Context: an optimization exercise on an open-source flow, tuned for small area and a short achievable clock period. The choices shown serve that exercise and are no tape-out recipe. Function not checked in this run: the RTL went through the layout flow alone.

File: design/flow/run.sh
#!/bin/bash
# synth_recipe.tcl (not shown) runs the flow's synth.tcl, then flattens the netlist and writes it again
# the make line also repeats each setting of config.mk as NAME=value (left out here)
make -C /OpenROAD-flow-scripts/flow DESIGN_CONFIG=/design/flow/config.mk WORK_HOME=/design/flow/orfs CLKGATE_MAP_FILE= SYNTH_SCRIPT=/design/flow/synth_recipe.tcl finish
File: design/flow/config.mk
export PLATFORM = sky130hd
export DESIGN_NAME = line_decoder
export DESIGN_NICKNAME = line_decoder
export VERILOG_FILES = /design/flow/design.v
export SDC_FILE = /design/flow/constraint.sdc
export NUM_CORES = 4
export LEC_CHECK = 0
export CAP_MARGIN = 40
export CORE_MARGIN = 2
export CORE_UTILIZATION = 40
export SLEW_MARGIN = 30
File: design/flow/design.v
module line_decoder (
    input  wire         clk,
    input  wire         rst,
    input  wire         in_valid,
    input  wire [144:0] in_code,
    output reg          out_valid,
    output reg  [127:0] out_data,
    output reg  [16:0]  out_check,
    output reg  [1:0]   out_status
);
    function [7:0] gf_mul;
        input [7:0] a;
        input [7:0] b;
        reg   [7:0] p;
        reg   [7:0] t;
        integer     k;
        begin
            p = 8'd0;
            t = a;
            for (k = 0; k < 8; k = k + 1) begin
                if (b[k])
                    p = p ^ t;
                t = t[7] ? ((t << 1) ^ 8'h1D) : (t << 1);
            end
            gf_mul = p;
        end
    endfunction
    function [7:0] gf_inv;
        input [7:0] a;
        reg   [7:0] r;
        reg   [7:0] sq;
        integer     k;
        begin
            r  = 8'd1;
            sq = a;
            for (k = 1; k < 8; k = k + 1) begin
                sq = gf_mul(sq, sq);
                r  = gf_mul(r, sq);
            end
            gf_inv = r;
        end
    endfunction
    reg         r_valid;
    reg [144:0] r_code;
    always @(posedge clk) begin
        if (rst) r_valid <= 1'b0;
        else     r_valid <= in_valid;
        r_code <= in_code;
    end
    wire s1_0 = r_code[1] ^ r_code[4] ^ r_code[6] ^ r_code[7] ^ r_code[8] ^ r_code[15] ^ r_code[16] ^ r_code[19] ^ r_code[22] ^ r_code[25] ^ r_code[26] ^ r_code[28] ^ r_code[29] ^ r_code[30] ^ r_code[33] ^ r_code[39] ^ r_code[41] ^ r_code[43] ^ r_code[44] ^ r_code[46] ^ r_code[47] ^ r_code[49] ^ r_code[51] ^ r_code[52] ^ r_code[55] ^ r_code[57] ^ r_code[58] ^ r_code[63] ^ r_code[64] ^ r_code[65] ^ r_code[66] ^ r_code[67] ^ r_code[69] ^ r_code[70] ^ r_code[72] ^ r_code[73] ^ r_code[74] ^ r_code[75] ^ r_code[77] ^ r_code[79] ^ r_code[80] ^ r_code[81] ^ r_code[83] ^ r_code[87] ^ r_code[92] ^ r_code[93] ^ r_code[95] ^ r_code[96] ^ r_code[100] ^ r_code[101] ^ r_code[102] ^ r_code[103] ^ r_code[106] ^ r_code[107] ^ r_code[108] ^ r_code[111] ^ r_code[112] ^ r_code[116] ^ r_code[118] ^ r_code[119] ^ r_code[121] ^ r_code[124] ^ r_code[128] ^ r_code[136] ^ r_code[140] ^ r_code[141] ^ r_code[142];
    wire s1_1 = r_code[2] ^ r_code[5] ^ r_code[7] ^ r_code[8] ^ r_code[9] ^ r_code[16] ^ r_code[17] ^ r_code[20] ^ r_code[23] ^ r_code[26] ^ r_code[27] ^ r_code[29] ^ r_code[30] ^ r_code[31] ^ r_code[34] ^ r_code[40] ^ r_code[42] ^ r_code[44] ^ r_code[45] ^ r_code[47] ^ r_code[48] ^ r_code[50] ^ r_code[52] ^ r_code[53] ^ r_code[56] ^ r_code[58] ^ r_code[59] ^ r_code[64] ^ r_code[65] ^ r_code[66] ^ r_code[67] ^ r_code[68] ^ r_code[70] ^ r_code[71] ^ r_code[73] ^ r_code[74] ^ r_code[75] ^ r_code[76] ^ r_code[78] ^ r_code[80] ^ r_code[81] ^ r_code[82] ^ r_code[84] ^ r_code[88] ^ r_code[93] ^ r_code[94] ^ r_code[96] ^ r_code[97] ^ r_code[101] ^ r_code[102] ^ r_code[103] ^ r_code[104] ^ r_code[107] ^ r_code[108] ^ r_code[109] ^ r_code[112] ^ r_code[113] ^ r_code[117] ^ r_code[119] ^ r_code[120] ^ r_code[122] ^ r_code[125] ^ r_code[129] ^ r_code[137] ^ r_code[141] ^ r_code[142] ^ r_code[143];
    wire s1_2 = r_code[1] ^ r_code[3] ^ r_code[4] ^ r_code[7] ^ r_code[9] ^ r_code[10] ^ r_code[15] ^ r_code[16] ^ r_code[17] ^ r_code[18] ^ r_code[19] ^ r_code[21] ^ r_code[22] ^ r_code[24] ^ r_code[25] ^ r_code[26] ^ r_code[27] ^ r_code[29] ^ r_code[31] ^ r_code[32] ^ r_code[33] ^ r_code[35] ^ r_code[39] ^ r_code[44] ^ r_code[45] ^ r_code[47] ^ r_code[48] ^ r_code[52] ^ r_code[53] ^ r_code[54] ^ r_code[55] ^ r_code[58] ^ r_code[59] ^ r_code[60] ^ r_code[63] ^ r_code[64] ^ r_code[68] ^ r_code[70] ^ r_code[71] ^ r_code[73] ^ r_code[76] ^ r_code[80] ^ r_code[82] ^ r_code[85] ^ r_code[87] ^ r_code[89] ^ r_code[92] ^ r_code[93] ^ r_code[94] ^ r_code[96] ^ r_code[97] ^ r_code[98] ^ r_code[100] ^ r_code[101] ^ r_code[104] ^ r_code[105] ^ r_code[106] ^ r_code[107] ^ r_code[109] ^ r_code[110] ^ r_code[111] ^ r_code[112] ^ r_code[113] ^ r_code[114] ^ r_code[116] ^ r_code[119] ^ r_code[120] ^ r_code[123] ^ r_code[124] ^ r_code[126] ^ r_code[130] ^ r_code[136] ^ r_code[138] ^ r_code[140] ^ r_code[141] ^ r_code[143] ^ r_code[144];
    wire s1_3 = r_code[0] ^ r_code[1] ^ r_code[2] ^ r_code[5] ^ r_code[6] ^ r_code[7] ^ r_code[10] ^ r_code[11] ^ r_code[15] ^ r_code[17] ^ r_code[18] ^ r_code[20] ^ r_code[23] ^ r_code[27] ^ r_code[29] ^ r_code[32] ^ r_code[34] ^ r_code[36] ^ r_code[39] ^ r_code[40] ^ r_code[41] ^ r_code[43] ^ r_code[44] ^ r_code[45] ^ r_code[47] ^ r_code[48] ^ r_code[51] ^ r_code[52] ^ r_code[53] ^ r_code[54] ^ r_code[56] ^ r_code[57] ^ r_code[58] ^ r_code[59] ^ r_code[60] ^ r_code[61] ^ r_code[63] ^ r_code[66] ^ r_code[67] ^ r_code[70] ^ r_code[71] ^ r_code[73] ^ r_code[75] ^ r_code[79] ^ r_code[80] ^ r_code[86] ^ r_code[87] ^ r_code[88] ^ r_code[90] ^ r_code[92] ^ r_code[94] ^ r_code[96] ^ r_code[97] ^ r_code[98] ^ r_code[99] ^ r_code[100] ^ r_code[103] ^ r_code[105] ^ r_code[110] ^ r_code[113] ^ r_code[114] ^ r_code[115] ^ r_code[116] ^ r_code[117] ^ r_code[118] ^ r_code[119] ^ r_code[120] ^ r_code[125] ^ r_code[127] ^ r_code[131] ^ r_code[136] ^ r_code[137] ^ r_code[139] ^ r_code[140] ^ r_code[144];
    wire s1_4 = r_code[0] ^ r_code[2] ^ r_code[3] ^ r_code[4] ^ r_code[11] ^ r_code[12] ^ r_code[15] ^ r_code[18] ^ r_code[21] ^ r_code[22] ^ r_code[24] ^ r_code[25] ^ r_code[26] ^ r_code[29] ^ r_code[35] ^ r_code[37] ^ r_code[39] ^ r_code[40] ^ r_code[42] ^ r_code[43] ^ r_code[45] ^ r_code[47] ^ r_code[48] ^ r_code[51] ^ r_code[53] ^ r_code[54] ^ r_code[59] ^ r_code[60] ^ r_code[61] ^ r_code[62] ^ r_code[63] ^ r_code[65] ^ r_code[66] ^ r_code[68] ^ r_code[69] ^ r_code[70] ^ r_code[71] ^ r_code[73] ^ r_code[75] ^ r_code[76] ^ r_code[77] ^ r_code[79] ^ r_code[83] ^ r_code[88] ^ r_code[89] ^ r_code[91] ^ r_code[92] ^ r_code[96] ^ r_code[97] ^ r_code[98] ^ r_code[99] ^ r_code[102] ^ r_code[103] ^ r_code[104] ^ r_code[107] ^ r_code[108] ^ r_code[112] ^ r_code[114] ^ r_code[115] ^ r_code[117] ^ r_code[120] ^ r_code[124] ^ r_code[126] ^ r_code[132] ^ r_code[136] ^ r_code[137] ^ r_code[138] ^ r_code[142];
    wire s1_5 = r_code[1] ^ r_code[3] ^ r_code[4] ^ r_code[5] ^ r_code[12] ^ r_code[13] ^ r_code[16] ^ r_code[19] ^ r_code[22] ^ r_code[23] ^ r_code[25] ^ r_code[26] ^ r_code[27] ^ r_code[30] ^ r_code[36] ^ r_code[38] ^ r_code[40] ^ r_code[41] ^ r_code[43] ^ r_code[44] ^ r_code[46] ^ r_code[48] ^ r_code[49] ^ r_code[52] ^ r_code[54] ^ r_code[55] ^ r_code[60] ^ r_code[61] ^ r_code[62] ^ r_code[63] ^ r_code[64] ^ r_code[66] ^ r_code[67] ^ r_code[69] ^ r_code[70] ^ r_code[71] ^ r_code[72] ^ r_code[74] ^ r_code[76] ^ r_code[77] ^ r_code[78] ^ r_code[80] ^ r_code[84] ^ r_code[89] ^ r_code[90] ^ r_code[92] ^ r_code[93] ^ r_code[97] ^ r_code[98] ^ r_code[99] ^ r_code[100] ^ r_code[103] ^ r_code[104] ^ r_code[105] ^ r_code[108] ^ r_code[109] ^ r_code[113] ^ r_code[115] ^ r_code[116] ^ r_code[118] ^ r_code[121] ^ r_code[125] ^ r_code[127] ^ r_code[133] ^ r_code[137] ^ r_code[138] ^ r_code[139] ^ r_code[143];
    wire s1_6 = r_code[2] ^ r_code[4] ^ r_code[5] ^ r_code[6] ^ r_code[13] ^ r_code[14] ^ r_code[17] ^ r_code[20] ^ r_code[23] ^ r_code[24] ^ r_code[26] ^ r_code[27] ^ r_code[28] ^ r_code[31] ^ r_code[37] ^ r_code[39] ^ r_code[41] ^ r_code[42] ^ r_code[44] ^ r_code[45] ^ r_code[47] ^ r_code[49] ^ r_code[50] ^ r_code[53] ^ r_code[55] ^ r_code[56] ^ r_code[61] ^ r_code[62] ^ r_code[63] ^ r_code[64] ^ r_code[65] ^ r_code[67] ^ r_code[68] ^ r_code[70] ^ r_code[71] ^ r_code[72] ^ r_code[73] ^ r_code[75] ^ r_code[77] ^ r_code[78] ^ r_code[79] ^ r_code[81] ^ r_code[85] ^ r_code[90] ^ r_code[91] ^ r_code[93] ^ r_code[94] ^ r_code[98] ^ r_code[99] ^ r_code[100] ^ r_code[101] ^ r_code[104] ^ r_code[105] ^ r_code[106] ^ r_code[109] ^ r_code[110] ^ r_code[114] ^ r_code[116] ^ r_code[117] ^ r_code[119] ^ r_code[122] ^ r_code[126] ^ r_code[134] ^ r_code[138] ^ r_code[139] ^ r_code[140] ^ r_code[144];
    wire s1_7 = r_code[0] ^ r_code[3] ^ r_code[5] ^ r_code[6] ^ r_code[7] ^ r_code[14] ^ r_code[15] ^ r_code[18] ^ r_code[21] ^ r_code[24] ^ r_code[25] ^ r_code[27] ^ r_code[28] ^ r_code[29] ^ r_code[32] ^ r_code[38] ^ r_code[40] ^ r_code[42] ^ r_code[43] ^ r_code[45] ^ r_code[46] ^ r_code[48] ^ r_code[50] ^ r_code[51] ^ r_code[54] ^ r_code[56] ^ r_code[57] ^ r_code[62] ^ r_code[63] ^ r_code[64] ^ r_code[65] ^ r_code[66] ^ r_code[68] ^ r_code[69] ^ r_code[71] ^ r_code[72] ^ r_code[73] ^ r_code[74] ^ r_code[76] ^ r_code[78] ^ r_code[79] ^ r_code[80] ^ r_code[82] ^ r_code[86] ^ r_code[91] ^ r_code[92] ^ r_code[94] ^ r_code[95] ^ r_code[99] ^ r_code[100] ^ r_code[101] ^ r_code[102] ^ r_code[105] ^ r_code[106] ^ r_code[107] ^ r_code[110] ^ r_code[111] ^ r_code[115] ^ r_code[117] ^ r_code[118] ^ r_code[120] ^ r_code[123] ^ r_code[127] ^ r_code[135] ^ r_code[139] ^ r_code[140] ^ r_code[141];
    wire s3_0 = r_code[3] ^ r_code[4] ^ r_code[5] ^ r_code[6] ^ r_code[7] ^ r_code[8] ^ r_code[10] ^ r_code[11] ^ r_code[12] ^ r_code[13] ^ r_code[15] ^ r_code[22] ^ r_code[23] ^ r_code[24] ^ r_code[26] ^ r_code[28] ^ r_code[29] ^ r_code[30] ^ r_code[32] ^ r_code[33] ^ r_code[36] ^ r_code[37] ^ r_code[38] ^ r_code[40] ^ r_code[41] ^ r_code[42] ^ r_code[46] ^ r_code[49] ^ r_code[51] ^ r_code[53] ^ r_code[55] ^ r_code[59] ^ r_code[60] ^ r_code[61] ^ r_code[62] ^ r_code[64] ^ r_code[65] ^ r_code[67] ^ r_code[68] ^ r_code[72] ^ r_code[74] ^ r_code[75] ^ r_code[76] ^ r_code[79] ^ r_code[80] ^ r_code[81] ^ r_code[82] ^ r_code[83] ^ r_code[88] ^ r_code[89] ^ r_code[90] ^ r_code[91] ^ r_code[92] ^ r_code[93] ^ r_code[95] ^ r_code[96] ^ r_code[97] ^ r_code[98] ^ r_code[100] ^ r_code[107] ^ r_code[108] ^ r_code[109] ^ r_code[111] ^ r_code[113] ^ r_code[114] ^ r_code[115] ^ r_code[117] ^ r_code[118] ^ r_code[121] ^ r_code[122] ^ r_code[123] ^ r_code[125] ^ r_code[126] ^ r_code[127] ^ r_code[128] ^ r_code[132] ^ r_code[134] ^ r_code[135] ^ r_code[136] ^ r_code[139] ^ r_code[140] ^ r_code[141] ^ r_code[142] ^ r_code[143];
    wire s3_1 = r_code[0] ^ r_code[2] ^ r_code[6] ^ r_code[8] ^ r_code[10] ^ r_code[11] ^ r_code[12] ^ r_code[13] ^ r_code[14] ^ r_code[16] ^ r_code[18] ^ r_code[20] ^ r_code[21] ^ r_code[23] ^ r_code[25] ^ r_code[26] ^ r_code[34] ^ r_code[36] ^ r_code[37] ^ r_code[40] ^ r_code[42] ^ r_code[43] ^ r_code[45] ^ r_code[46] ^ r_code[47] ^ r_code[49] ^ r_code[52] ^ r_code[54] ^ r_code[55] ^ r_code[56] ^ r_code[57] ^ r_code[61] ^ r_code[62] ^ r_code[65] ^ r_code[66] ^ r_code[71] ^ r_code[73] ^ r_code[76] ^ r_code[79] ^ r_code[84] ^ r_code[85] ^ r_code[87] ^ r_code[91] ^ r_code[93] ^ r_code[95] ^ r_code[96] ^ r_code[97] ^ r_code[98] ^ r_code[99] ^ r_code[101] ^ r_code[103] ^ r_code[105] ^ r_code[106] ^ r_code[108] ^ r_code[110] ^ r_code[111] ^ r_code[119] ^ r_code[121] ^ r_code[122] ^ r_code[125] ^ r_code[127] ^ r_code[131] ^ r_code[133] ^ r_code[136] ^ r_code[139] ^ r_code[144];
    wire s3_2 = r_code[6] ^ r_code[7] ^ r_code[8] ^ r_code[10] ^ r_code[12] ^ r_code[13] ^ r_code[14] ^ r_code[16] ^ r_code[17] ^ r_code[20] ^ r_code[21] ^ r_code[22] ^ r_code[24] ^ r_code[25] ^ r_code[26] ^ r_code[30] ^ r_code[33] ^ r_code[35] ^ r_code[37] ^ r_code[39] ^ r_code[43] ^ r_code[44] ^ r_code[45] ^ r_code[46] ^ r_code[48] ^ r_code[49] ^ r_code[51] ^ r_code[52] ^ r_code[56] ^ r_code[58] ^ r_code[59] ^ r_code[60] ^ r_code[63] ^ r_code[64] ^ r_code[65] ^ r_code[66] ^ r_code[67] ^ r_code[72] ^ r_code[73] ^ r_code[74] ^ r_code[75] ^ r_code[76] ^ r_code[77] ^ r_code[79] ^ r_code[80] ^ r_code[81] ^ r_code[82] ^ r_code[84] ^ r_code[91] ^ r_code[92] ^ r_code[93] ^ r_code[95] ^ r_code[97] ^ r_code[98] ^ r_code[99] ^ r_code[101] ^ r_code[102] ^ r_code[105] ^ r_code[106] ^ r_code[107] ^ r_code[109] ^ r_code[110] ^ r_code[111] ^ r_code[115] ^ r_code[118] ^ r_code[120] ^ r_code[122] ^ r_code[124] ^ r_code[132] ^ r_code[133] ^ r_code[134] ^ r_code[135] ^ r_code[136] ^ r_code[137] ^ r_code[139] ^ r_code[140] ^ r_code[141] ^ r_code[142] ^ r_code[144];
    wire s3_3 = r_code[0] ^ r_code[2] ^ r_code[3] ^ r_code[6] ^ r_code[8] ^ r_code[9] ^ r_code[11] ^ r_code[12] ^ r_code[13] ^ r_code[15] ^ r_code[18] ^ r_code[20] ^ r_code[21] ^ r_code[22] ^ r_code[23] ^ r_code[27] ^ r_code[28] ^ r_code[31] ^ r_code[32] ^ r_code[37] ^ r_code[39] ^ r_code[42] ^ r_code[45] ^ r_code[50] ^ r_code[51] ^ r_code[53] ^ r_code[57] ^ r_code[59] ^ r_code[61] ^ r_code[62] ^ r_code[63] ^ r_code[64] ^ r_code[65] ^ r_code[67] ^ r_code[69] ^ r_code[71] ^ r_code[72] ^ r_code[74] ^ r_code[76] ^ r_code[77] ^ r_code[85] ^ r_code[87] ^ r_code[88] ^ r_code[91] ^ r_code[93] ^ r_code[94] ^ r_code[96] ^ r_code[97] ^ r_code[98] ^ r_code[100] ^ r_code[103] ^ r_code[105] ^ r_code[106] ^ r_code[107] ^ r_code[108] ^ r_code[112] ^ r_code[113] ^ r_code[116] ^ r_code[117] ^ r_code[122] ^ r_code[124] ^ r_code[127] ^ r_code[129] ^ r_code[131] ^ r_code[132] ^ r_code[134] ^ r_code[136] ^ r_code[137];
    wire s3_4 = r_code[1] ^ r_code[2] ^ r_code[3] ^ r_code[9] ^ r_code[12] ^ r_code[13] ^ r_code[14] ^ r_code[15] ^ r_code[18] ^ r_code[19] ^ r_code[21] ^ r_code[23] ^ r_code[26] ^ r_code[27] ^ r_code[30] ^ r_code[33] ^ r_code[34] ^ r_code[36] ^ r_code[37] ^ r_code[38] ^ r_code[39] ^ r_code[40] ^ r_code[41] ^ r_code[42] ^ r_code[43] ^ r_code[46] ^ r_code[50] ^ r_code[51] ^ r_code[53] ^ r_code[54] ^ r_code[56] ^ r_code[59] ^ r_code[60] ^ r_code[61] ^ r_code[64] ^ r_code[66] ^ r_code[71] ^ r_code[75] ^ r_code[81] ^ r_code[82] ^ r_code[86] ^ r_code[87] ^ r_code[88] ^ r_code[94] ^ r_code[97] ^ r_code[98] ^ r_code[99] ^ r_code[100] ^ r_code[103] ^ r_code[104] ^ r_code[106] ^ r_code[108] ^ r_code[111] ^ r_code[112] ^ r_code[115] ^ r_code[118] ^ r_code[119] ^ r_code[121] ^ r_code[122] ^ r_code[123] ^ r_code[124] ^ r_code[125] ^ r_code[126] ^ r_code[127] ^ r_code[131] ^ r_code[135] ^ r_code[141] ^ r_code[142];
    wire s3_5 = r_code[2] ^ r_code[3] ^ r_code[4] ^ r_code[5] ^ r_code[6] ^ r_code[7] ^ r_code[9] ^ r_code[10] ^ r_code[11] ^ r_code[12] ^ r_code[14] ^ r_code[21] ^ r_code[22] ^ r_code[23] ^ r_code[25] ^ r_code[27] ^ r_code[28] ^ r_code[29] ^ r_code[31] ^ r_code[32] ^ r_code[35] ^ r_code[36] ^ r_code[37] ^ r_code[39] ^ r_code[40] ^ r_code[41] ^ r_code[45] ^ r_code[48] ^ r_code[50] ^ r_code[52] ^ r_code[54] ^ r_code[58] ^ r_code[59] ^ r_code[60] ^ r_code[61] ^ r_code[63] ^ r_code[64] ^ r_code[66] ^ r_code[67] ^ r_code[71] ^ r_code[73] ^ r_code[74] ^ r_code[75] ^ r_code[78] ^ r_code[79] ^ r_code[80] ^ r_code[81] ^ r_code[82] ^ r_code[87] ^ r_code[88] ^ r_code[89] ^ r_code[90] ^ r_code[91] ^ r_code[92] ^ r_code[94] ^ r_code[95] ^ r_code[96] ^ r_code[97] ^ r_code[99] ^ r_code[106] ^ r_code[107] ^ r_code[108] ^ r_code[110] ^ r_code[112] ^ r_code[113] ^ r_code[114] ^ r_code[116] ^ r_code[117] ^ r_code[120] ^ r_code[121] ^ r_code[122] ^ r_code[124] ^ r_code[125] ^ r_code[126] ^ r_code[131] ^ r_code[133] ^ r_code[134] ^ r_code[135] ^ r_code[138] ^ r_code[139] ^ r_code[140] ^ r_code[141] ^ r_code[142];
    wire s3_6 = r_code[1] ^ r_code[5] ^ r_code[7] ^ r_code[9] ^ r_code[10] ^ r_code[11] ^ r_code[12] ^ r_code[13] ^ r_code[15] ^ r_code[17] ^ r_code[19] ^ r_code[20] ^ r_code[22] ^ r_code[24] ^ r_code[25] ^ r_code[33] ^ r_code[35] ^ r_code[36] ^ r_code[39] ^ r_code[41] ^ r_code[42] ^ r_code[44] ^ r_code[45] ^ r_code[46] ^ r_code[48] ^ r_code[51] ^ r_code[53] ^ r_code[54] ^ r_code[55] ^ r_code[56] ^ r_code[60] ^ r_code[61] ^ r_code[64] ^ r_code[65] ^ r_code[70] ^ r_code[72] ^ r_code[75] ^ r_code[78] ^ r_code[83] ^ r_code[84] ^ r_code[86] ^ r_code[90] ^ r_code[92] ^ r_code[94] ^ r_code[95] ^ r_code[96] ^ r_code[97] ^ r_code[98] ^ r_code[100] ^ r_code[102] ^ r_code[104] ^ r_code[105] ^ r_code[107] ^ r_code[109] ^ r_code[110] ^ r_code[118] ^ r_code[120] ^ r_code[121] ^ r_code[124] ^ r_code[126] ^ r_code[127] ^ r_code[130] ^ r_code[132] ^ r_code[135] ^ r_code[138] ^ r_code[143] ^ r_code[144];
    wire s3_7 = r_code[2] ^ r_code[3] ^ r_code[4] ^ r_code[10] ^ r_code[13] ^ r_code[14] ^ r_code[15] ^ r_code[16] ^ r_code[19] ^ r_code[20] ^ r_code[22] ^ r_code[24] ^ r_code[27] ^ r_code[28] ^ r_code[31] ^ r_code[34] ^ r_code[35] ^ r_code[37] ^ r_code[38] ^ r_code[39] ^ r_code[40] ^ r_code[41] ^ r_code[42] ^ r_code[43] ^ r_code[44] ^ r_code[47] ^ r_code[51] ^ r_code[52] ^ r_code[54] ^ r_code[55] ^ r_code[57] ^ r_code[60] ^ r_code[61] ^ r_code[62] ^ r_code[65] ^ r_code[67] ^ r_code[72] ^ r_code[76] ^ r_code[82] ^ r_code[83] ^ r_code[87] ^ r_code[88] ^ r_code[89] ^ r_code[95] ^ r_code[98] ^ r_code[99] ^ r_code[100] ^ r_code[101] ^ r_code[104] ^ r_code[105] ^ r_code[107] ^ r_code[109] ^ r_code[112] ^ r_code[113] ^ r_code[116] ^ r_code[119] ^ r_code[120] ^ r_code[122] ^ r_code[123] ^ r_code[124] ^ r_code[125] ^ r_code[126] ^ r_code[127] ^ r_code[132] ^ r_code[136] ^ r_code[142] ^ r_code[143];
    wire par = ^r_code;
    wire [7:0] s1 = {s1_7, s1_6, s1_5, s1_4, s1_3, s1_2, s1_1, s1_0};
    wire [7:0] s3 = {s3_7, s3_6, s3_5, s3_4, s3_3, s3_2, s3_1, s3_0};
    wire [7:0] q  = gf_mul(gf_mul(s1, s1), s1);
    wire [7:0] dd = s3 ^ q;
    wire [7:0] c  = gf_mul(dd, gf_inv(q));
    wire       tr = c[5];
    wire [7:0] y0 = {c[0] ^ c[1] ^ c[2] ^ c[4], c[0] ^ c[1] ^ c[2] ^ c[4] ^ c[7], c[1] ^ c[2] ^ c[3] ^ c[4] ^ c[6], c[0] ^ c[7], c[1] ^ c[2] ^ c[3] ^ c[4], c[0] ^ c[3] ^ c[4] ^ c[6], c[0] ^ c[2] ^ c[4], 1'b0};
    wire [7:0] x1 = gf_mul(s1, y0);
    wire [7:0] x2 = x1 ^ s1;
    function is_valid;
        input [7:0] x;
        case (x)
            8'd1, 8'd2, 8'd3, 8'd4, 8'd5, 8'd6, 8'd8, 8'd10,
            8'd12, 8'd13, 8'd15, 8'd16, 8'd17, 8'd19, 8'd20, 8'd21,
            8'd23, 8'd24, 8'd26, 8'd29, 8'd30, 8'd31, 8'd32, 8'd33,
            8'd34, 8'd35, 8'd37, 8'd38, 8'd39, 8'd40, 8'd42, 8'd45,
            8'd46, 8'd47, 8'd48, 8'd51, 8'd52, 8'd53, 8'd58, 8'd59,
            8'd60, 8'd62, 8'd64, 8'd66, 8'd67, 8'd68, 8'd70, 8'd74,
            8'd76, 8'd78, 8'd79, 8'd80, 8'd84, 8'd90, 8'd91, 8'd92,
            8'd93, 8'd94, 8'd95, 8'd96, 8'd97, 8'd101, 8'd102, 8'd103,
            8'd104, 8'd105, 8'd106, 8'd107, 8'd109, 8'd111, 8'd113, 8'd116,
            8'd117, 8'd118, 8'd119, 8'd120, 8'd124, 8'd127, 8'd128, 8'd129,
            8'd132, 8'd133, 8'd134, 8'd135, 8'd136, 8'd137, 8'd140, 8'd143,
            8'd147, 8'd148, 8'd151, 8'd152, 8'd153, 8'd156, 8'd157, 8'd158,
            8'd159, 8'd160, 8'd161, 8'd163, 8'd168, 8'd169, 8'd175, 8'd177,
            8'd180, 8'd181, 8'd182, 8'd184, 8'd185, 8'd186, 8'd187, 8'd188,
            8'd189, 8'd190, 8'd192, 8'd193, 8'd194, 8'd197, 8'd199, 8'd201,
            8'd202, 8'd204, 8'd205, 8'd206, 8'd208, 8'd210, 8'd211, 8'd212,
            8'd214, 8'd217, 8'd218, 8'd222, 8'd223, 8'd225, 8'd226, 8'd231,
            8'd232, 8'd234, 8'd236, 8'd237, 8'd238, 8'd240, 8'd248, 8'd253,
            8'd254:
                is_valid = 1'b1;
            default: is_valid = 1'b0;
        endcase
    endfunction
    wire s1nz   = |s1;
    wire clean  = !s1nz && !(|s3) && !par;
    wire single = par && s1nz && !(|dd) && is_valid(s1);
    wire double = !par && s1nz && (|dd) && !tr && is_valid(x1) && is_valid(x2);
    wire ok     = clean | single | double;
    wire [1:0] status = clean ? 2'd0 : single ? 2'd1 : double ? 2'd2 : 2'd3;
    wire [144:0] flip;
    assign flip[0] = (x1 == 8'd152) | (x2 == 8'd152);
    assign flip[1] = (x1 == 8'd45) | (x2 == 8'd45);
    assign flip[2] = (x1 == 8'd90) | (x2 == 8'd90);
    assign flip[3] = (x1 == 8'd180) | (x2 == 8'd180);
    assign flip[4] = (x1 == 8'd117) | (x2 == 8'd117);
    assign flip[5] = (x1 == 8'd234) | (x2 == 8'd234);
    assign flip[6] = (x1 == 8'd201) | (x2 == 8'd201);
    assign flip[7] = (x1 == 8'd143) | (x2 == 8'd143);
    assign flip[8] = (x1 == 8'd3) | (x2 == 8'd3);
    assign flip[9] = (x1 == 8'd6) | (x2 == 8'd6);
    assign flip[10] = (x1 == 8'd12) | (x2 == 8'd12);
    assign flip[11] = (x1 == 8'd24) | (x2 == 8'd24);
    assign flip[12] = (x1 == 8'd48) | (x2 == 8'd48);
    assign flip[13] = (x1 == 8'd96) | (x2 == 8'd96);
    assign flip[14] = (x1 == 8'd192) | (x2 == 8'd192);
    assign flip[15] = (x1 == 8'd157) | (x2 == 8'd157);
    assign flip[16] = (x1 == 8'd39) | (x2 == 8'd39);
    assign flip[17] = (x1 == 8'd78) | (x2 == 8'd78);
    assign flip[18] = (x1 == 8'd156) | (x2 == 8'd156);
    assign flip[19] = (x1 == 8'd37) | (x2 == 8'd37);
    assign flip[20] = (x1 == 8'd74) | (x2 == 8'd74);
    assign flip[21] = (x1 == 8'd148) | (x2 == 8'd148);
    assign flip[22] = (x1 == 8'd53) | (x2 == 8'd53);
    assign flip[23] = (x1 == 8'd106) | (x2 == 8'd106);
    assign flip[24] = (x1 == 8'd212) | (x2 == 8'd212);
    assign flip[25] = (x1 == 8'd181) | (x2 == 8'd181);
    assign flip[26] = (x1 == 8'd119) | (x2 == 8'd119);
    assign flip[27] = (x1 == 8'd238) | (x2 == 8'd238);
    assign flip[28] = (x1 == 8'd193) | (x2 == 8'd193);
    assign flip[29] = (x1 == 8'd159) | (x2 == 8'd159);
    assign flip[30] = (x1 == 8'd35) | (x2 == 8'd35);
    assign flip[31] = (x1 == 8'd70) | (x2 == 8'd70);
    assign flip[32] = (x1 == 8'd140) | (x2 == 8'd140);
    assign flip[33] = (x1 == 8'd5) | (x2 == 8'd5);
    assign flip[34] = (x1 == 8'd10) | (x2 == 8'd10);
    assign flip[35] = (x1 == 8'd20) | (x2 == 8'd20);
    assign flip[36] = (x1 == 8'd40) | (x2 == 8'd40);
    assign flip[37] = (x1 == 8'd80) | (x2 == 8'd80);
    assign flip[38] = (x1 == 8'd160) | (x2 == 8'd160);
    assign flip[39] = (x1 == 8'd93) | (x2 == 8'd93);
    assign flip[40] = (x1 == 8'd186) | (x2 == 8'd186);
    assign flip[41] = (x1 == 8'd105) | (x2 == 8'd105);
    assign flip[42] = (x1 == 8'd210) | (x2 == 8'd210);
    assign flip[43] = (x1 == 8'd185) | (x2 == 8'd185);
    assign flip[44] = (x1 == 8'd111) | (x2 == 8'd111);
    assign flip[45] = (x1 == 8'd222) | (x2 == 8'd222);
    assign flip[46] = (x1 == 8'd161) | (x2 == 8'd161);
    assign flip[47] = (x1 == 8'd95) | (x2 == 8'd95);
    assign flip[48] = (x1 == 8'd190) | (x2 == 8'd190);
    assign flip[49] = (x1 == 8'd97) | (x2 == 8'd97);
    assign flip[50] = (x1 == 8'd194) | (x2 == 8'd194);
    assign flip[51] = (x1 == 8'd153) | (x2 == 8'd153);
    assign flip[52] = (x1 == 8'd47) | (x2 == 8'd47);
    assign flip[53] = (x1 == 8'd94) | (x2 == 8'd94);
    assign flip[54] = (x1 == 8'd188) | (x2 == 8'd188);
    assign flip[55] = (x1 == 8'd101) | (x2 == 8'd101);
    assign flip[56] = (x1 == 8'd202) | (x2 == 8'd202);
    assign flip[57] = (x1 == 8'd137) | (x2 == 8'd137);
    assign flip[58] = (x1 == 8'd15) | (x2 == 8'd15);
    assign flip[59] = (x1 == 8'd30) | (x2 == 8'd30);
    assign flip[60] = (x1 == 8'd60) | (x2 == 8'd60);
    assign flip[61] = (x1 == 8'd120) | (x2 == 8'd120);
    assign flip[62] = (x1 == 8'd240) | (x2 == 8'd240);
    assign flip[63] = (x1 == 8'd253) | (x2 == 8'd253);
    assign flip[64] = (x1 == 8'd231) | (x2 == 8'd231);
    assign flip[65] = (x1 == 8'd211) | (x2 == 8'd211);
    assign flip[66] = (x1 == 8'd187) | (x2 == 8'd187);
    assign flip[67] = (x1 == 8'd107) | (x2 == 8'd107);
    assign flip[68] = (x1 == 8'd214) | (x2 == 8'd214);
    assign flip[69] = (x1 == 8'd177) | (x2 == 8'd177);
    assign flip[70] = (x1 == 8'd127) | (x2 == 8'd127);
    assign flip[71] = (x1 == 8'd254) | (x2 == 8'd254);
    assign flip[72] = (x1 == 8'd225) | (x2 == 8'd225);
    assign flip[73] = (x1 == 8'd223) | (x2 == 8'd223);
    assign flip[74] = (x1 == 8'd163) | (x2 == 8'd163);
    assign flip[75] = (x1 == 8'd91) | (x2 == 8'd91);
    assign flip[76] = (x1 == 8'd182) | (x2 == 8'd182);
    assign flip[77] = (x1 == 8'd113) | (x2 == 8'd113);
    assign flip[78] = (x1 == 8'd226) | (x2 == 8'd226);
    assign flip[79] = (x1 == 8'd217) | (x2 == 8'd217);
    assign flip[80] = (x1 == 8'd175) | (x2 == 8'd175);
    assign flip[81] = (x1 == 8'd67) | (x2 == 8'd67);
    assign flip[82] = (x1 == 8'd134) | (x2 == 8'd134);
    assign flip[83] = (x1 == 8'd17) | (x2 == 8'd17);
    assign flip[84] = (x1 == 8'd34) | (x2 == 8'd34);
    assign flip[85] = (x1 == 8'd68) | (x2 == 8'd68);
    assign flip[86] = (x1 == 8'd136) | (x2 == 8'd136);
    assign flip[87] = (x1 == 8'd13) | (x2 == 8'd13);
    assign flip[88] = (x1 == 8'd26) | (x2 == 8'd26);
    assign flip[89] = (x1 == 8'd52) | (x2 == 8'd52);
    assign flip[90] = (x1 == 8'd104) | (x2 == 8'd104);
    assign flip[91] = (x1 == 8'd208) | (x2 == 8'd208);
    assign flip[92] = (x1 == 8'd189) | (x2 == 8'd189);
    assign flip[93] = (x1 == 8'd103) | (x2 == 8'd103);
    assign flip[94] = (x1 == 8'd206) | (x2 == 8'd206);
    assign flip[95] = (x1 == 8'd129) | (x2 == 8'd129);
    assign flip[96] = (x1 == 8'd31) | (x2 == 8'd31);
    assign flip[97] = (x1 == 8'd62) | (x2 == 8'd62);
    assign flip[98] = (x1 == 8'd124) | (x2 == 8'd124);
    assign flip[99] = (x1 == 8'd248) | (x2 == 8'd248);
    assign flip[100] = (x1 == 8'd237) | (x2 == 8'd237);
    assign flip[101] = (x1 == 8'd199) | (x2 == 8'd199);
    assign flip[102] = (x1 == 8'd147) | (x2 == 8'd147);
    assign flip[103] = (x1 == 8'd59) | (x2 == 8'd59);
    assign flip[104] = (x1 == 8'd118) | (x2 == 8'd118);
    assign flip[105] = (x1 == 8'd236) | (x2 == 8'd236);
    assign flip[106] = (x1 == 8'd197) | (x2 == 8'd197);
    assign flip[107] = (x1 == 8'd151) | (x2 == 8'd151);
    assign flip[108] = (x1 == 8'd51) | (x2 == 8'd51);
    assign flip[109] = (x1 == 8'd102) | (x2 == 8'd102);
    assign flip[110] = (x1 == 8'd204) | (x2 == 8'd204);
    assign flip[111] = (x1 == 8'd133) | (x2 == 8'd133);
    assign flip[112] = (x1 == 8'd23) | (x2 == 8'd23);
    assign flip[113] = (x1 == 8'd46) | (x2 == 8'd46);
    assign flip[114] = (x1 == 8'd92) | (x2 == 8'd92);
    assign flip[115] = (x1 == 8'd184) | (x2 == 8'd184);
    assign flip[116] = (x1 == 8'd109) | (x2 == 8'd109);
    assign flip[117] = (x1 == 8'd218) | (x2 == 8'd218);
    assign flip[118] = (x1 == 8'd169) | (x2 == 8'd169);
    assign flip[119] = (x1 == 8'd79) | (x2 == 8'd79);
    assign flip[120] = (x1 == 8'd158) | (x2 == 8'd158);
    assign flip[121] = (x1 == 8'd33) | (x2 == 8'd33);
    assign flip[122] = (x1 == 8'd66) | (x2 == 8'd66);
    assign flip[123] = (x1 == 8'd132) | (x2 == 8'd132);
    assign flip[124] = (x1 == 8'd21) | (x2 == 8'd21);
    assign flip[125] = (x1 == 8'd42) | (x2 == 8'd42);
    assign flip[126] = (x1 == 8'd84) | (x2 == 8'd84);
    assign flip[127] = (x1 == 8'd168) | (x2 == 8'd168);
    assign flip[128] = (x1 == 8'd1) | (x2 == 8'd1);
    assign flip[129] = (x1 == 8'd2) | (x2 == 8'd2);
    assign flip[130] = (x1 == 8'd4) | (x2 == 8'd4);
    assign flip[131] = (x1 == 8'd8) | (x2 == 8'd8);
    assign flip[132] = (x1 == 8'd16) | (x2 == 8'd16);
    assign flip[133] = (x1 == 8'd32) | (x2 == 8'd32);
    assign flip[134] = (x1 == 8'd64) | (x2 == 8'd64);
    assign flip[135] = (x1 == 8'd128) | (x2 == 8'd128);
    assign flip[136] = (x1 == 8'd29) | (x2 == 8'd29);
    assign flip[137] = (x1 == 8'd58) | (x2 == 8'd58);
    assign flip[138] = (x1 == 8'd116) | (x2 == 8'd116);
    assign flip[139] = (x1 == 8'd232) | (x2 == 8'd232);
    assign flip[140] = (x1 == 8'd205) | (x2 == 8'd205);
    assign flip[141] = (x1 == 8'd135) | (x2 == 8'd135);
    assign flip[142] = (x1 == 8'd19) | (x2 == 8'd19);
    assign flip[143] = (x1 == 8'd38) | (x2 == 8'd38);
    assign flip[144] = (x1 == 8'd76) | (x2 == 8'd76);
    wire [144:0] fixed = (r_code ^ flip) & {145{ok}};
    always @(posedge clk) begin
        if (rst) out_valid <= 1'b0;
        else     out_valid <= r_valid;
        out_data   <= fixed[127:0];
        out_check  <= fixed[144:128];
        out_status <= status;
    end
endmodule
File: design/flow/constraint.sdc
create_clock -name core_clock -period 40.0 [get_ports {clk}]
set_input_delay 8.0000 -clock core_clock [delete_from_list [all_inputs] [get_ports {clk}]]
set_output_delay 8.0000 -clock core_clock [all_outputs]
set_load 0.01 [all_outputs]
==> summary.md <==
| Metric | Value |
|---|---|
| Status | `timing/DRC/antenna clean` |
| Hold-fix buffers, CTS | `0` |
| Remaining global-route overflow | `0` |
| Final hold violation count | `0` |
| Area Growth Syn to Fin | `11.6%` |
| Number of buffers inserted by port buffering | `295` |
| Slowest CP cell | `ha_1` |
| Initial DRT Pass Iterations | `6` |
| GR Util All Layers | `0.291` |
| Worst-path fanout max | `66` |
| Via-per-instance ratio | `5.63` |
| Initial DRC Count | `3,672` |
| Root buf cell | `clkbuf_16` |
| Area after DPL | `0.0429 mm²` |
| Fin util | `0.449` |
| RSZ-0062 raised after global routing | `no` |
| CTS tree | `yes` |
| Slew Viols, Final | `0` |
| Core Region | `between 0.09 and 0.1 mm²` |
| # DRC | `0` |
| Setup Viol. Count Final | `0` |
| I/O Pins | `296` |
| Skew-Pair Late Insertion Delay | `570 ps` |
| Largest net degree at the start of global routing | `between 60 and 70` |
| DR WL/cell | `~26 µm` |
| CTS clk-pin slew, worst paths | `70 ps` |
| CP max stage delay | `roughly 700 ps` |
| Die X | `318 µm` |
| Critical path data arrival time | `34,070 ps` |
| Inst Count DP | `5,862` |
| Yosys warns | `1` |
| Commonest cells after routing, fill and taps aside | `953 x xnor2_1, 480 x nor2_1, 430 x nand2_1, 295 x clkdlybuf4s50_1, 294 x dfxtp_1` |
| Clk buf depth | `3` |
| CTS Buf Count | `28` |
| Post-CTS Resized | `0` |
| Initial core utilization | `0.402` |
| Syn Inst Count | `between 4,000 and 5,000` |
| Postcts setup bufs | `0` |
| Commonest non-fill, non-tap cell in the layout | `xnor2_1` |
| Hold Crit Depth | `1` |
| Final HPWL DP | `118 mm` |
| Slew headroom | `0.328` |
| Count of different cell masters after synthesis | `119` |
| H-tree depth | `1` |
| Fin cells | `5,923` |
| Nets | `4,810` |
| Post-route ant nets | `0` |
| Setup crit end kind | `flop` |
| Post-Syn Area | `~0.04 mm²` |
| Least-Margin Pin Slew | `1000 ps` |
| Vias in the first global route | `about 32,000` |
| Sequential element share of the synthesized area | `0.149` |
| Tcrit/Tclk final | `0.840` |
| Period minus WS final | `between 30,000 and 40,000 ps` |
| First-pass GRT wire length | `222 mm` |
| Max Cap Violations | `0` |
| Num Clock Sinks | `294` |
| Number of synthesized register bits | `294` |
| CP required | `40,480 ps` |
| Final Instance Area | `0.0440 mm²` |
| Number of synthesized flops with an enable pin | `0` |
| Prevailing post-synth register cell | `dfxtp_1` |
| Yosys top cell area share | `0.215` |
| Share of cells above drive strength 1 | `0.0898` |
| Most frequent CP cell | `xnor3_1` |
| Routed WL | `152 mm` |
| Syn Area/Cell | `8.80 µm²` |
| FFs w/ async S/R, synth | `0` |
| GPL Wtd Cong | `1.11` |
| Max Fclk | `between 20 and 30 MHz` |
| Setup TNS | `0 ps` |
| Die area | `0.101 mm²` |
| Vias | `33,300` |
| HP Class | `flop to flop` |
| Die H | `318 µm` |
| Initial antenna violation count | `3` |
| Syn_nets | `4,670` |
| Std cell rows | `115` |
| Clk_skew | `14.8 ps` |
| CP Launch Type | `flop` |
| WS Path Type | `flop to flop` |
| Synth area leaders | `xnor2_1 21%, dfxtp_1 15%, xnor3_1 13%, xor2_1 6.5%, nor2_1 4.6%` |
| Largest area contributor in the synthesized netlist | `xnor2_1` |
| R2R depth | `between 90 and 100` |
[cells by family (layout without fill, tap and decap cells)]
| kind of cell | count (synthesis) | count (layout) | synth area share |
|---|---|---|---|
| AOI/OAI and AO/OA | 699 | 699 | 0.119 |
| buffers and inverters | 398 | 556 | 0.0598 |
| and+or+nand+nor | 1322 | 1322 | 0.152 |
| adders and majority gates | 45 | 45 | 0.0143 |
| xor gates and xnor gates | 1605 | 1605 | 0.474 |
| DFF | 294 | 294 | 0.149 |
| other | 0 | 1 | 0 |
| muxes | 114 | 114 | 0.0320 |
[path summary, 6_finish.rpt]
kind / from / endpoint / slack [ps]
worst max-delay path: r_code[105]$_DFF_P_ / out_data[96]$_DFF_P_ / 6420
worst min-delay path: r_valid$_SDFF_PP0_ / out_valid$_SDFF_PP0_ / 440
worst max register to register: r_code[105]$_DFF_P_ / out_data[96]$_DFF_P_ / 6420
worst min register to register: r_valid$_SDFF_PP0_ / out_valid$_SDFF_PP0_ / 440
[registers in the layout, indices dropped and copies added (netlist names)]
signal	cells
r_code	145
out_data	128
out_check	17
out_status	2
out_valid	1
r_valid	1
[worst max-delay path: cells and delay by family (launching register included)]
kind            cells  cell delay (ps)
buf+inv            20             5670
xor+xnor           43            15840
simple gates       13             2910
fa+ha+maj           8             4580
compound gates     12             3040
flops               1              520
mux                 3              770
[cell type report]
type	count	area (µm²)
fillers	9514	54000
multi-input cells	3785	31300
flip-flops and latches	294	5890
repair buffers	421	3940
well taps	1287	1610
clock buffers	36	782
inverters	87	327
clock inverters	12	130
diodes	1	2.50
[synth_stat cells, types with 13 or more instances]
cell type,instances
a32oi_1,14
o21ai_0,152
o211ai_1,23
inv_1,67
buf_4,35
ha_1,45
clkbuf_1,131
a21oi_1,136
mux2i_1,85
inv_2,15
nor4_1,16
o22ai_1,72
nor2_2,40
xnor3_2,33
and2_1,31
nor2_1,480
xnor2_1,965
nand3_1,74
a211oi_1,20
nand2_1,430
nor3_1,82
xnor3_1,228
buf_6,46
buf_8,18
buf_1,13
dfxtp_1,294
buf_2,51
a22oi_1,53
xor2_1,293
o21ai_1,17
and3_1,18
xnor2_2,36
mux2_2,19
nor2b_1,25
nand2b_1,20
a31oi_1,14
xor3_1,21
[per-layer routing]
layer	track usage	routed length (µm)
met3	0.0375	11200
met4	0.147	9300
met2	0.481	70300
met5	0	0
met1	0.371	61400
[metrics by stage]
stage               hold WS, ps  worst slack, ps
floorplan                   414            12600
global placement            431             5980
detailed placement          429             6480
CTS                         447             6400
global route                473             4380
finish                      442             6420

re-timing with driven ports:
The results above use ideal ports. As a check the final layout listed here was re-extracted and re-timed, cells and wires unchanged. Step 1 (the two cells are an assumption about what drives the block):
set clk [get_ports {clk}]
set_driving_cell -lib_cell sky130_fd_sc_hd__clkbuf_16 $clk
set_driving_cell -lib_cell sky130_fd_sc_hd__buf_2 [delete_from_list [all_inputs] $clk]
Step 2, shift: input delay + t, output delay - t, t = (earliest + latest rising clock arrival at the registers) / 2. This alone moves slack from input paths to output paths. a / b / c = ideal / step 1 / step 2; a / b = the first two.
t, ns: 0.623
setup slack, ns: 6.415 / 6.415 / 6.415
hold WS [ns]: 0.442 / 0.442 / 0.442
worst register clock-pin slew, ns: 0.07 / 0.07
worst data-port slew with drivers (ns): 0.07
After both steps this run still meets setup and hold. For this run, drivers alone change the setup slack by 0.000 ns; drivers and shift together by 0.000 ns.
